From an optimization exercise on the open Yosys and OpenROAD flow, aimed at a short achievable clock period and few clock cycles; shortcuts taken in it are not production practice.
In this exercise RTL edits were held to simulation tests only and were not proved equivalent to the original.
Power and IR drop assume default switching activity.

==> flow/design.v, too long to show whole: its modules and the start of the top module <==
// module weevil_core: 963 lines
module weevil_core (
    input  wire        clk,
    input  wire        rst,
    input  wire [1:0]  core_id,
    output reg         mem_req,
    output reg         mem_we,
    output reg  [31:0] mem_addr,
    output reg  [3:0]  mem_be,
    output reg  [31:0] mem_wdata,
    input  wire        mem_ready,
    input  wire [31:0] mem_rdata,
    output reg         halted,
    output reg         fault
);
  // ...
==> flow/flow/run.sh <==
#!/bin/bash
# Standard ORFS layout (the standard.sh, standard synthesis unchanged), with
# repair_timing asked for extra setup margin so that the resizer keeps
# optimising paths well below the 20 ns constraint. Clock, I/O delays and loads
# are the design's constraint.sdc as given.
set -euo pipefail
MARGIN=$(cat flow/margin.txt)
sed "s/\"\${@:-finish}\"/SETUP_SLACK_MARGIN=${MARGIN} \"\${@:-finish}\"/" standard.sh > tuned_standard.sh
grep -q "SETUP_SLACK_MARGIN=${MARGIN}" tuned_standard.sh
bash tuned_standard.sh finish > orfs_make.log 2>&1
==> flow/flow/margin.txt <==
15
==> flow/standard.sh <==
#!/bin/bash
# synth_recipe.tcl (not shown) runs the flow's synth.tcl, then flattens the netlist and writes it again
# the make line also repeats each setting of config.mk as NAME=value (left out here)
make -C /OpenROAD-flow-scripts/flow DESIGN_CONFIG=/design/flow/config.mk WORK_HOME=/design/flow/orfs CLKGATE_MAP_FILE= SYNTH_SCRIPT=/design/flow/synth_recipe.tcl "${@:-finish}"
==> flow/config.mk <==
export PLATFORM = sky130hd
export DESIGN_NAME = weevil_core
export DESIGN_NICKNAME = weevil_core
export VERILOG_FILES = /design/flow/design.v
export SDC_FILE = /design/flow/constraint.sdc
export NUM_CORES = 4
export LEC_CHECK = 0
export ABC_CLOCK_PERIOD_IN_PS = 5000
export CAP_MARGIN = 30
export CELL_PAD_IN_SITES_DETAIL_PLACEMENT = 1
export CORE_MARGIN = 2
export CORE_UTILIZATION = 22
export PLACE_DENSITY = 0.35
export SLEW_MARGIN = 60
==> flow/constraint.sdc <==
create_clock -name core_clock -period 20.0 [get_ports {clk}]
set_input_delay 4.0000 -clock core_clock [delete_from_list [all_inputs] [get_ports {clk}]]
set_output_delay 4.0000 -clock core_clock [all_outputs]
set_load 0.01 [all_outputs]
==> qor.yml, run 1 <==
clock_tree:
  cts_hold_buf: 0
  cts_made_buffers: 625
outcome:
  status: "complete, no violations"
cells_and_area:
  regMostFlops: "ic_data"
  multi_input_area_share_pct: 37.7
  syn_to_final_growth_pct: 37.0
  diodes: 64
routing:
  drt_pre_antenna_iters: 11
  routedWlPerCell_um: 39.9
  ant_nets: 0
  met2_length_um: 779000
worst_setup_path:
  slowest_delay_ps: 630
  required_ps: 16000
sta:
  relSlewSlack_pct: 49.6
  worst_slew_pin_slew_ps: 755
  skew_ps: 120
  tns_ps: 0
power_and_ir_drop:
  pwr-share-seq_pct: 27.1
  p_clk_mw: 11.5
  p_comb_share_pct: 50.3
  p_int_mw: 28.0
synth:
  syn_area_per_cell_um2: 11.2
  synth_ff_type: "edfxtp_1"
  yosys-top-cells-area: "edfxtp_1, fa_1, dfxtp_1, a22oi_1, ha_1"
grt:
  grt_max_degree: 96
floorplan:
  core_mm2: 1.28
hold_path:
  min_to: "ir_mem"
place:
  place_inst: 41800
Testbench counts, summed over its fixed seeds: cycles 124,118.
==> run 2: changes to the inputs <==
--- a/flow/design.v
+++ b/flow/design.v
@@ -761,26 +761,116 @@
             cr_irq_mask <= 32'd0; cr_scratch <= 32'd0;
         end else begin
             xs   <= xs_n;
             ir_v <= ir_v_n;
             d_v  <= d_v_n;
             fpc  <= fpc_n;
             f_oh <= x_redir ? onehot32(x_target[6:2]) : d_redir ? onehot32(d_btarget[6:2]) :
                     f_ok ? (btb_hit ? onehot32(btb_rtgt[6:2]) : {f_oh[30:0], f_oh[31]}) : f_oh;
-            if (d_redir && !d_adv) d_pn <= d_btarget;
             if (x_ok && jump) begin
                 btb_v[btb_wi] <= 1'b1;
-                btb_tag[btb_wi] <= ir_pc[15:7];
-                btb_tgt[btb_wi] <= jump_pc[31:2];
             end else if (x_ok && x_mispred)
                 btb_v[btb_wi] <= 1'b0;
             if (x_ok && is_fence) ic_v <= {IC_N{1'b0}};
+            if (f_mem) ic_v[ic_i] <= 1'b1;
+            for (i = 1; i < 16; i = i + 1)
+                if (rf_we && rf_wa == i[3:0]) rf[i] <= rf_wd;
+                else if (lp_oh[i]) rf[i] <= lp_wd;
+            if (x_exc) begin
+                cr_epc    <= ex_epc;
+                cr_ecause <= {16'd0, ex_info, 4'd0, ex_cause};
+                cr_eaddr  <= ex_eaddr;
+                st_pie <= st_ie; st_pmode <= st_mode;
+                st_ie <= 1'b0; st_mode <= 1'b0; st_exl <= 1'b1;
+            end
+            if (x_fault) fault <= 1'b1;
+            if (x_ok) begin
+                if (is_wait) halted <= 1'b1;
+                if (fl_set_nz) begin fl_n <= n_n; fl_z <= n_z; end
+                if (fl_set_c) fl_c <= n_c;
+                if (fl_set_v) fl_v <= n_v;
+                if (is_rfe) begin
+                    st_ie <= st_pie; st_mode <= st_pmode; st_exl <= 1'b0;
+                end
+                if (is_crw) begin
+                    case (i_imm[3:0])
+                        4'd0: begin
+                            {fl_n, fl_z, fl_c, fl_v} <= va2[31:28];
+                            {st_pmode, st_pie, st_exl, st_mode, st_ie} <= va2[4:0];
+                        end
+                        4'd1: cr_epc <= va2;
+                        4'd4: cr_vbase <= {va2[31:8], 8'd0};
+                        4'd7: cr_irq_mask <= va2;
+                        4'd8: cr_scratch <= va2;
+                        default: ;
+                    endcase
+                end
+            end
+            mp1 <= x_ok && is_mul;
+            mwb_v <= mp1 || (mwb_v && !mul_wb);
+            if (mul_wb && mul_s && !(x_ok && fl_set_nz)) begin
+                fl_n <= mul_res[31]; fl_z <= (mul_res == 32'd0);
+            end
+            if (xs == XS_DVF && dv_s) begin
+                fl_n <= dv_res[31]; fl_z <= (dv_res == 32'd0);
+            end
+            cur_fetch <= 1'b0;
+            if (cur_data && !mem_ready) begin
+                if (x_ok && is_mem) q_v <= 1'b1;     
+                if (!q_v) begin
+                    q_we <= !is_load; q_ld <= is_load;
+                    q_addr <= m_addr[31:2]; q_be <= xr_be; q_wdata <= xr_wdata;
+                    q_op <= m_op; q_lo <= m_addr[1:0]; q_rt_oh <= onehot(m_rt);
+                end
+            end else begin
+                if (dreq && q_v) begin
+                    mem_be <= q_be; mem_wdata <= q_wdata;
+                    ld_op <= q_op; ld_lo <= q_lo; ld_rt_oh <= q_rt_oh; ld_is <= q_ld;
+                end else if (xs == XS_AMOR) begin
+                    mem_wdata <= (amo_op == 2'd2) ? (mem_rdata | amo_data) : amo_data;
+                end else if (xs == XS_AMOC) begin
+                    mem_wdata <= amo_old + amo_data;
+                end else begin
+                    mem_be <= is_mem ? xr_be : 4'b1111; mem_wdata <= xr_wdata;
+                    ld_op <= m_op; ld_lo <= m_addr[1:0]; ld_rt_oh <= onehot(m_rt); ld_is <= is_load;
+                end
+                mem_req <= 1'b0;
+                dreq <= 1'b0;
+                if (stop_n) begin
+                end else if (dreq && q_v) begin      
+                    mem_req <= 1'b1; dreq <= 1'b1; q_v <= 1'b0;
+                    mem_addr <= {q_addr, 2'b00}; mem_we <= q_we;
+                end else if (x_ok && is_mem) begin
+                    mem_req <= 1'b1; dreq <= 1'b1;
+                    mem_addr <= {m_addr[31:2], 2'b00}; mem_we <= !is_load;
+                end else if (x_ok && is_amo) begin
+                    mem_req  <= 1'b1;
+                    mem_addr <= {va2[31:2], 2'b00};
+                    mem_we   <= 1'b0;
+                end else if (xs == XS_AMOR) begin    
+                    if (amo_op != 2'd1) begin
+                        mem_req <= !amo_cas_fail; mem_we <= 1'b1;
+                    end
+                end else if (xs == XS_AMOC) begin
+                    mem_req <= 1'b1; mem_we <= 1'b1;
+                end else begin
+                    mem_req <= 1'b1; cur_fetch <= 1'b1; mem_we <= 1'b0;
+                    mem_addr <= {fpc_n, 2'b00};
+                end
+            end
+        end
+    end
+    always @(posedge clk) begin
+            if (d_redir && !d_adv) d_pn <= d_btarget;
+            if (x_ok && jump) begin
+                btb_tag[btb_wi] <= ir_pc[15:7];
+                btb_tgt[btb_wi] <= jump_pc[31:2];
+            end
             if (f_mem) begin
-                ic_v[ic_i] <= 1'b1;
                 ic_tag[ic_i] <= fpc[31:7];
                 ic_data[ic_i] <= mem_rdata;
             end
             if (f_ok) begin
                 d_ir <= ir_in;
                 d_pc <= fpc;
                 d_pn <= fpc_seq;
                 d_ra <= onehot(reg_idx(ir_in) >> 8);
@@ -825,49 +915,16 @@
                       ((ld_byp_oh & d_ra) != 15'd0) ? ld_val : d_va;
                 vb <= ((x_wr_oh & d_rb) != 15'd0) ? wr_val : ((mb_oh & d_rb) != 15'd0) ? mul_res :
                       ((dv_rd_oh & d_rb) != 15'd0) ? dv_res :
                       ((ld_byp_oh & d_rb) != 15'd0) ? ld_val : d_vb;
                 vc <= ((x_wr_oh & d_rc) != 15'd0) ? wr_val : ((mb_oh & d_rc) != 15'd0) ? mul_res :
                       ((dv_rd_oh & d_rc) != 15'd0) ? dv_res :
                       ((ld_byp_oh & d_rc) != 15'd0) ? ld_val : d_vc;
             end
-            for (i = 1; i < 16; i = i + 1)
-                if (rf_we && rf_wa == i[3:0]) rf[i] <= rf_wd;
-                else if (lp_oh[i]) rf[i] <= lp_wd;
-            if (x_exc) begin
-                cr_epc    <= ex_epc;
-                cr_ecause <= {16'd0, ex_info, 4'd0, ex_cause};
-                cr_eaddr  <= ex_eaddr;
-                st_pie <= st_ie; st_pmode <= st_mode;
-                st_ie <= 1'b0; st_mode <= 1'b0; st_exl <= 1'b1;
-            end
-            if (x_fault) fault <= 1'b1;
-            if (x_ok) begin
-                if (is_wait) halted <= 1'b1;
-                if (fl_set_nz) begin fl_n <= n_n; fl_z <= n_z; end
-                if (fl_set_c) fl_c <= n_c;
-                if (fl_set_v) fl_v <= n_v;
-                if (is_rfe) begin
-                    st_ie <= st_pie; st_mode <= st_pmode; st_exl <= 1'b0;
-                end
-                if (is_crw) begin
-                    case (i_imm[3:0])
-                        4'd0: begin
-                            {fl_n, fl_z, fl_c, fl_v} <= va2[31:28];
-                            {st_pmode, st_pie, st_exl, st_mode, st_ie} <= va2[4:0];
-                        end
-                        4'd1: cr_epc <= va2;
-                        4'd4: cr_vbase <= {va2[31:8], 8'd0};
-                        4'd7: cr_irq_mask <= va2;
-                        4'd8: cr_scratch <= va2;
-                        default: ;
-                    endcase
-                end
-            end
             if (xs == XS_RUN) begin
                 amo_op <= b_aop; amo_rd <= b_f1; amo_data <= vb2; amo_cmp <= vc;
                 dv_negq <= (r_fn == 6'h14) && (va2[31] ^ vb2[31]);
                 dv_negr <= (r_fn == 6'h16) && va2[31];
                 dv_isq  <= (r_fn == 6'h13 || r_fn == 6'h14);
                 dv_sa   <= (r_fn == 6'h14 || r_fn == 6'h16) && va2[31];
                 dv_sb   <= (r_fn == 6'h14 || r_fn == 6'h16) && vb2[31];
                 dv_rem  <= ((r_fn == 6'h14 || r_fn == 6'h16) && va2[31]) ? -va2 : va2;
@@ -875,27 +932,22 @@
                 dv_rd <= r_rd; dv_s <= r_s;
             end
             if (x_exec && is_mul) begin
                 mul_a <= {(r_fn == 6'h12) & va2[31], va2};
                 mul_b <= {(r_fn == 6'h12) & vb2[31], vb2};
                 mul_hi <= (r_fn != 6'h10); mul_rd <= r_rd; mul_s <= r_s;
                 mul_rd_oh <= onehot(r_rd);
             end
-            mp1 <= x_ok && is_mul;
-            mwb_v <= mp1 || (mwb_v && !mul_wb);
             if (x_ok && fl_set_nz && mul_busy) mul_s <= 1'b0;
             if (x_ok && fl_set_nz && x_div_bg) dv_s <= 1'b0;
             if (mp1) begin
                 mul_p0 <= mul_cs0; mul_p1 <= mul_cs1;
                 mul_p2 <= mul_cs2; mul_p3 <= mul_cs3;
             end
-            if (mul_wb && mul_s && !(x_ok && fl_set_nz)) begin
-                fl_n <= mul_res[31]; fl_z <= (mul_res == 32'd0);
-            end
             if (xs == XS_DV1) begin
                 dv_q <= 32'd0;
                 dv_d <= dv_d << dv_m0;
                 dv_d3 <= dv_b3 << dv_m0;
                 dv_cnt <= {1'b0, dv_k[4:1]};
             end
             if (xs == XS_DV2) begin
                 if (!dv_r3[34]) begin
@@ -905,59 +957,11 @@
                 end else if (!dv_r1[34]) begin
                     dv_rem <= dv_r1[31:0]; dv_q <= {dv_q[29:0], 2'b01};
                 end else
                     dv_q <= {dv_q[29:0], 2'b00};
                 dv_d <= dv_d >> 2;
                 dv_d3 <= dv_d3 >> 2;
                 dv_cnt <= dv_cnt - 5'd1;
             end
-            if (xs == XS_DVF && dv_s) begin
-                fl_n <= dv_res[31]; fl_z <= (dv_res == 32'd0);
-            end
             if (xs == XS_AMOR && mem_ready) amo_old <= mem_rdata;
-            cur_fetch <= 1'b0;
-            if (cur_data && !mem_ready) begin
-                if (x_ok && is_mem) q_v <= 1'b1;     
-                if (!q_v) begin
-                    q_we <= !is_load; q_ld <= is_load;
-                    q_addr <= m_addr[31:2]; q_be <= xr_be; q_wdata <= xr_wdata;
-                    q_op <= m_op; q_lo <= m_addr[1:0]; q_rt_oh <= onehot(m_rt);
-                end
-            end else begin
-                if (dreq && q_v) begin
-                    mem_be <= q_be; mem_wdata <= q_wdata;
-                    ld_op <= q_op; ld_lo <= q_lo; ld_rt_oh <= q_rt_oh; ld_is <= q_ld;
-                end else if (xs == XS_AMOR) begin
-                    mem_wdata <= (amo_op == 2'd2) ? (mem_rdata | amo_data) : amo_data;
-                end else if (xs == XS_AMOC) begin
-                    mem_wdata <= amo_old + amo_data;
-                end else begin
-                    mem_be <= is_mem ? xr_be : 4'b1111; mem_wdata <= xr_wdata;
-                    ld_op <= m_op; ld_lo <= m_addr[1:0]; ld_rt_oh <= onehot(m_rt); ld_is <= is_load;
-                end
-                mem_req <= 1'b0;
-                dreq <= 1'b0;
-                if (stop_n) begin
-                end else if (dreq && q_v) begin      
-                    mem_req <= 1'b1; dreq <= 1'b1; q_v <= 1'b0;
-                    mem_addr <= {q_addr, 2'b00}; mem_we <= q_we;
-                end else if (x_ok && is_mem) begin
-                    mem_req <= 1'b1; dreq <= 1'b1;
-                    mem_addr <= {m_addr[31:2], 2'b00}; mem_we <= !is_load;
-                end else if (x_ok && is_amo) begin
-                    mem_req  <= 1'b1;
-                    mem_addr <= {va2[31:2], 2'b00};
-                    mem_we   <= 1'b0;
-                end else if (xs == XS_AMOR) begin    
-                    if (amo_op != 2'd1) begin
-                        mem_req <= !amo_cas_fail; mem_we <= 1'b1;
-                    end
-                end else if (xs == XS_AMOC) begin
-                    mem_req <= 1'b1; mem_we <= 1'b1;
-                end else begin
-                    mem_req <= 1'b1; cur_fetch <= 1'b1; mem_we <= 1'b0;
-                    mem_addr <= {fpc_n, 2'b00};
-                end
-            end
-        end
     end
 endmodule
==> run 2 against run 1 <==
Still clean. Core utilization down 0.87 points. Worst setup slack worse by 170 ps. Clock-buffer cell count up 57. Fmax down 2.8%. Cell count down 1.4%. Sequential power up 11%.
==> qor.yml, run 2 <==
routing:
  routed_wl_um: 1720000
  drt_pre_antenna_iters: 11  # unchanged
  vias_per_cell: 5.55
  routedWlPerCell_um: 38.8  # -2.7%
  route.vias.total: 247000
  drt_iter0_markers: 31800
  drc: 0
  ant_nets: 0  # unchanged
power_and_ir_drop:
  p_int_mw: 34.0  # +21%
  max-vdd-ir-drop_mv: 0.205
  pwr-share-seq_pct: 23.3  # -3.8 points
  switchingPower_mw: 31.5
  p_per_area_mw_per_mm2: 175
  p_comb_share_pct: 59.1  # +8.8 points
  switching_share_pct: 48.1
  pwr-share-clk_pct: 17.5
  p_total_mw: 65.5
  p_leak_nw: 132
synth:
  synthCells: 24900
  synth_area_leader_cell: "edfxtp_1"
  synth-simple-area-share_pct: 11.2
  ys_seq_elements: 5078
  ys_seq_area_share_pct: 51.2
  synth_ff_type: "edfxtp_1"
  yosysMostFrequentCell: "edfxtp_1"
  yosys-top-cells-area: "edfxtp_1, fa_1, dfxtp_1, a22oi_1, ha_1"
  syn_area_per_cell_um2: 11.3  # +0.39%
  syn_area_mm2: 0.281
  ys_warn_count: 2
  synth_compound_area_share_pct: 17.2
  synthXorXnorAreaFrac_pct: 2.28
  synth_top_family_by_area: "compound AO/OA/AOI/OAI gates"
  yosysUniqueCellTypes: 117
  synth_top_area_share_pct: 45.1
  synthAdderAreaFrac_pct: 11.1
  synthMuxAreaShare_pct: 2.59
  synth_edf_count: 4213
  async_reset_ff_share_pct: 0
  ys_top_cells_by_count: "edfxtp_1, nand2_1, nor2_1"
cells_and_area:
  n_fill_cell: 138000
  largest_reg_flops: 1024
  fin_util_pct: 29.4
  syn_to_final_growth_pct: 33.4
  layout_commonest_cell: "edfxtp_1"
  reg.largest.list: "ic_data x1024, btb_tgt x960, ic_tag x800"
  mostFrequentLayoutCells: "edfxtp_1, nand2_1, a22oi_1, inv_1, buf_4"
  regMostFlops: "ic_data"
  finish.net_count: 28700
  drive_gt1_share_pct: 25.8
floorplan:
  rows: 415
  core_mm2: 1.27  # -0.20%
  io_pins: 109
  die_x_um: 1130
  start_util_pct: 22.0
  die-area_mm2: 1.29
  die_h_um: 1130
grt:
  antenna_found_initial: 174
  grt_max_degree: 106  # +10%
  grt_pass1_vias: 242000
  grt_use_total_pct: 25.2
  grt_pass1_wl_um: 2240000
  grt_overflow_total: 0
sta:
  worst_slew_pin_slew_ps: 993  # +239 ps
  slew_viol_final: 0
  relSlewSlack_pct: 33.8  # -16 points
  hold_viol_final: 0
  max_freq_ghz: 0.162
  final.min_clock_period_ps: 6170
  skew_ps: 121  # +0.180 ps
  tns_ps: 0  # unchanged
  fin_crit_sh_pct: 30.8
  rsz0062_at_grt: "yes"
  holdWs_ps: 417
  finalSetupViolCount: 0
worst_setup_path:
  cp_cell_sequence: "buf_8 -> buf_6"
  r2r_slack_ps: 14240
  required_ps: 16000  # about the same
  critical_path_buf_inv_count: 2
  timing.rr.start: "d_ir[0]"
  r2r_cells: 18
  cp.arrival_ps: 2170
  worstPathMaxFanout: 1
  critPathCaptureType: "primary output"
  slowest_delay_ps: 610  # -20 ps
  cp_top_family: "flip-flops"
  slowest_stage: "edfxtp_1"
  worstSetupStartpointType: "flip-flop"
  worst-setup-path-type: "reg2out"
  r2r_end: "x_nt_ok"
clock_tree:
  cts_tree: "yes"
  clock_path_buffers: 5
  cts.sinks: 5078
  cts_made_buffers: 629  # +0.64%
  htreeDepth: 6
  cts_hold_buf: 0  # unchanged
  cts.clk_slew.worst_paths_ps: 60
  cts_root_buffer: "clkbuf_16"
  clk_latency_ps: 1190
run:
  drv_cap: 0
place:
  numPortBuffers: 106
  gp_congestion: 0.945
  dp_hpwl_um: 1090000
hold_path:
  min_path_type: "reg2reg"
  min_to: "x_late_oh[13]"
  min_path_cells: 0
  hp-start: "d_late_oh[13]"
outcome:
  status: "complete, no violations"
run 2: cell families after synthesis:
family | after synthesis
fa+ha+maj | 1799
mux | 606
compound gates | 6845
xor+xnor | 720
simple gates | 6609
other cells | 1
flops | 5078
buf+inv | 3290
run 2: final cells by class:
class | count | area (um2) | share of cell area [%]
Sequential cell | 5078 | 144000 | 38.5
Timing Repair Buffer | 3116 | 41100 | 11.0
Clock buffer | 845 | 17200 | 4.59
Tap cell | 16900 | 21100 | 5.64
Timing Repair inverter | 4 | 60.1 | 0.0160
Multi-Input combinational cell | 16600 | 142000 | 37.9
Clock inverter | 266 | 2660 | 0.710
Antenna cell | 215 | 538 | 0.144
Inverter | 1464 | 5670 | 1.51
run 2: how the worst max path moves through the flow:
stage                              from       endpoint  slack, ps  depth (start not counted)
after detailed placement      mem_ready        d_pn[8]      11680                         14
after CTS                 mem_wdata[30]  mem_wdata[30]      13710                          2
after global placement        mem_ready        d_pn[8]      11050                         13
final                     mem_wdata[30]  mem_wdata[30]      13830                          2
after floorplan               mem_ready         ir[15]      10180                          7
after global routing      mem_wdata[30]  mem_wdata[30]      13810                          2
run 2: per-stage QoR:
stage | worst slack, ps | area [um2] | cells
finish | 13830 | 375000 | 44500
global route | 13810 | 374000 | 44400
CTS | 13710 | 359000 | 43700
detailed placement | 11680 | 315000 | 41500
global placement | 11050 | 307000 | 41200
floorplan | 10180 | 283000 | 24900
run 2: per-layer routing:
| layer | share of wire (%) | global-route usage [%] |
|---|---|---|
| met4 | 7.3 | 14.5 |
| met3 | 8.1 | 4.88 |
| met1 | 40 | 32.5 |
| met5 | 0.022 | 0.0257 |
| met2 | 44 | 39.4 |
run 2: power groups by stage:
| stage | sequential (mW) | clock [mW] | combinational, mW |
|---|---|---|---|
| 2_1_floorplan | 14.6 | 0 | 14.3 |
| 3_3_place_gp | 15.9 | 0 | 26.8 |
| 3_5_place_dp | 15.6 | 0 | 28.2 |
| 4_1_cts | 15.3 | 11.6 | 34.6 |
| 5_1_grt | 15.3 | 12.0 | 39.6 |
| 6_report | 15.3 | 11.5 | 38.8 |
run 2: worst register-to-register path: cells and delay by family, from the launching register on:
family	cells	cell delay, ps
AO/OA/AOI/OAI	6	1930
XOR/XNOR	2	280
adder cells (fa/ha/maj)	2	620
buffers and inverters	1	160
flip-flops	1	500
multiplexers	1	310
AND/OR/NAND/NOR	6	1790
run 2: repair_timing:
action / 4_1_cts / 5_1_grt
setup buffers: 815 / 447
pin swaps: 635 / 795
cloned: 216 / 108
gates resized for setup: 3055 / 1752
endpoints found under the setup margin: 4435 / 2567
Testbench counts of run 2, summed over its fixed seeds: cycles 124,118.

[static timing again, ports no longer ideal]
No port has a modelled driver above. Below, the same layouts with a new extraction and two added sets of constraints.
Step 1 (the two cells are an assumption about what drives the block):
set clk [get_ports {clk}]
set_driving_cell -lib_cell sky130_fd_sc_hd__clkbuf_16 $clk
set_driving_cell -lib_cell sky130_fd_sc_hd__buf_2 [delete_from_list [all_inputs] $clk]
Step 2, shift: input delay + t, output delay - t, t = (earliest + latest rising clock arrival at the registers) / 2. This alone moves slack from input paths to output paths.
Slacks: no drivers / after step 1 / after step 2; pairs: no drivers / after step 1.
run	t, ns	slack for setup (ns)	worst setup path at the end
run 1	1.315	14.004 / 13.839 / 12.956	input to register
run 2	1.290	13.832 / 13.670 / 12.798	input to register
After both steps setup and hold are still met in every run listed. For run 1, which loses most, drivers alone change the setup slack by -0.165 ns; drivers and shift together by -1.048 ns.
